This is an optimization exercise on Yosys and OpenROAD, whose aim is small area, a short achievable clock period and few clock cycles, not a production implementation. The RTL was checked by simulation tests, not by an equivalence proof against the original design.

==> flow/design.v (excerpt) <==
module cvu_channel (
    input             clk,
    input             rst,
    input             reg_we,
    input      [2:0]  reg_addr,
    input      [31:0] reg_wdata,
    input             scrub,
    input             fail_clr,
    input             job_start,
    input             job_verify,
    input      [63:0] job_rx,
    output            job_ready,
    input             in_valid,
    input      [63:0] in_data,
    input      [3:0]  in_nbytes,
    input             in_last,
    output            in_ready,
    output            res_valid,
    output     [63:0] res_value,
    output            res_fail,
    output reg [63:0] last_res,
    output reg [63:0] last_rx,
    output reg [31:0] fail_count,
    output reg [47:0] bytes_total
);
Size: roughly 14000 cells after synthesis, about 1100 flip-flops, ~450 I/O pins, about 110000 µm² of cells after synthesis.
clock: 55.0 ns
lec_check: 0
abc_area: 0
cap_margin: 30
core_margin: 2
core_utilization: 30
cts_cluster_diameter: 100
cts_cluster_size: 20
place_density: 0.4
slew_margin: 30
standard.sh (not shown) runs the stock make flow with config.mk's settings and CLKGATE_MAP_FILE= SYNTH_SCRIPT=/design/flow/synth_recipe.tcl, a recipe that flattens the netlist after the stock synthesis.
==> flow/flow/run.sh <==
#!/bin/bash
# The standard layout (the standard.sh: standard synthesis, floorplan,
# placement, CTS, routing, finish), with two changes to how it optimises:
# - buffer_ports puts buf_2 cells on every input and output port instead of
#   the cell the resizer picks by default (a 4-stage delay buffer, which adds
#   about 0.5-0.8 ns to every path from an input or to an output);
# - the flow's timing repair (repair_timing after floorplan, CTS and global
#   routing) works towards a setup slack of 43.1 ns at the design's 55 ns
#   clock, i.e. paths of at most 11.9 ns, instead of stopping at 0 ns.
# The SDC, clock period and all constraints are the design's, unchanged.
set -euo pipefail
export BUFFER_PORTS_ARGS="-buffer_cell sky130_fd_sc_hd__buf_2"
export SETUP_SLACK_MARGIN=43.1
bash standard.sh finish > standard.log 2>&1
Testbench counts at the start, summed over its fixed seeds: cycles 50,159.
Next try:
==> flow/flow/run.sh (replaced) <==
#!/bin/bash
# The standard layout (the standard.sh: standard synthesis, floorplan,
# placement, CTS, routing, finish), with one change: the buffers that
# buffer_ports puts on every input and output port are buf_2 cells instead of
# the cell the resizer picks by default (a 4-stage delay buffer, which adds
# about 0.5-0.8 ns to every path from an input or to an output).
set -euo pipefail
export BUFFER_PORTS_ARGS="-buffer_cell sky130_fd_sc_hd__buf_2"
bash standard.sh finish > standard.log 2>&1
- CAP_MARGIN: 30 -> 20
- CTS_CLUSTER_DIAMETER: 100 -> not set
- CTS_CLUSTER_SIZE: 20 -> not set
- PLACE_DENSITY: 0.4 -> 0.38
- SLEW_MARGIN: 30 -> 20
=> Setup slack gets worse by 1.2 ns; global-route usage grows by 3.5 points; routed wire length grows by 9.9%; maximum frequency shrinks by 8.8%; first-iteration DRC count grows by 0.90%; final area hardly moves.

* * *

Setup of JK:
cvu_channel again, from the RTL that the note above started with.
export LEC_CHECK = 0
export ABC_AREA = 0
export CAP_MARGIN = 30
export CORE_MARGIN = 2
export CORE_UTILIZATION = 30
export CTS_CLUSTER_DIAMETER = 100
export CTS_CLUSTER_SIZE = 20
export PLACE_DENSITY = 0.4
export SLEW_MARGIN = 30
create_clock -name core_clock -period 55.0 [get_ports {clk}]
==> flow/flow/run.sh <==
#!/bin/bash
# The standard layout (the standard.sh: standard synthesis, floorplan,
# placement, CTS, routing, finish), with two changes to how it optimises:
# - buffer_ports puts buf_2 cells on every input and output port instead of
#   the cell the resizer picks by default (a 4-stage delay buffer, which adds
#   about 0.5-0.8 ns to every path from an input or to an output);
# - the flow's timing repair (repair_timing after floorplan, CTS and global
#   routing) works towards a setup slack of 42.8 ns at the design's 55 ns
#   clock, i.e. paths of at most 12.2 ns, instead of stopping at 0 ns.
# The SDC, clock period and all constraints are the design's, unchanged.
set -euo pipefail
export BUFFER_PORTS_ARGS="-buffer_cell sky130_fd_sc_hd__buf_2"
export SETUP_SLACK_MARGIN=42.8
bash standard.sh finish > standard.log 2>&1
JK was carried through to the last stage, and its layout satisfied the timing, DRC and antenna checks.
Testbench counts of JK, summed over its fixed seeds: cycles 50,159.
diff inputs: JK => MS
Settings: clearing CTS_CLUSTER_DIAMETER, which used to be 100; clearing CTS_CLUSTER_SIZE, which used to be 20.
diff --git a/flow/flow/run.sh b/flow/flow/run.sh
--- a/flow/flow/run.sh
+++ b/flow/flow/run.sh
@@ -8,2 +8,2 @@
-#   routing) works towards a setup slack of 42.8 ns at the design's 55 ns
-#   clock, i.e. paths of at most 12.2 ns, instead of stopping at 0 ns.
+#   routing) works towards a setup slack of 42.4 ns at the design's 55 ns
+#   clock, i.e. paths of at most 12.6 ns, instead of stopping at 0 ns.
@@ -13 +13 @@
-export SETUP_SLACK_MARGIN=42.8
+export SETUP_SLACK_MARGIN=42.4
Results
- JK → MS: area occupied by registers went down by 0.85%, worst hold slack went down by 0.038 ns, clock-buffer cell count went up by 94%.
### MS -> AL
Settings: CORE_UTILIZATION now 35, was 30; CTS_CLUSTER_SIZE now 20, previously not set; CTS_CLUSTER_DIAMETER now 100, previously not set; PLACE_DENSITY now 0.5, was 0.4.
diff --git a/flow/flow/run.sh b/flow/flow/run.sh
--- a/flow/flow/run.sh
+++ b/flow/flow/run.sh
@@ -8,2 +8,2 @@
-#   routing) works towards a setup slack of 42.4 ns at the design's 55 ns
-#   clock, i.e. paths of at most 12.6 ns, instead of stopping at 0 ns.
+#   routing) works towards a setup slack of 42.8 ns at the design's 55 ns
+#   clock, i.e. paths of at most 12.2 ns, instead of stopping at 0 ns.
@@ -13 +13 @@
-export SETUP_SLACK_MARGIN=42.4
+export SETUP_SLACK_MARGIN=42.8
Notes after the runs:
- From MS to AL the numbers moved as follows: fmax +1.8%, global-route usage +2.4 points, maximum fanout along the worst path -1.

## what the ideal ports hide
The results above use ideal ports. As a check the final layouts listed here were re-extracted and re-timed, cells and wires unchanged.
Step 1, drivers: a clkbuf_16 drives clk and a buf_2 each remaining input, both assumed.
Step 2 adds t to the input delays and takes it off the output delays; t is the mean of the earliest and latest rising clock arrival at the registers after step 1. Input paths then give back, and output paths get back, about the clock's delay inside the block.
a / b / c = ideal / step 1 / step 2; a / b = the first two.
run	shift t [ns]	setup slack, ns	slew at the worst register clock pin (ns)	worst slew at a driven data input, ns
the first run of note 1	0.843	42.622 / 42.523 / 42.367	0.10 / 0.10	0.10
the second run of note 1	0.920	41.428 / 41.428 / 41.428	0.08 / 0.08	0.10
JK	0.855	42.602 / 42.495 / 42.142	0.10 / 0.10	0.12
MS	0.974	42.288 / 42.288 / 41.532	0.07 / 0.07	0.29
AL	0.855	42.518 / 42.474 / 42.172	0.09 / 0.09	0.14
After both steps setup and hold are still met in every run listed. The setup slack of MS, which loses most, moves by 0.000 ns with the drivers and by -0.756 ns with both steps.
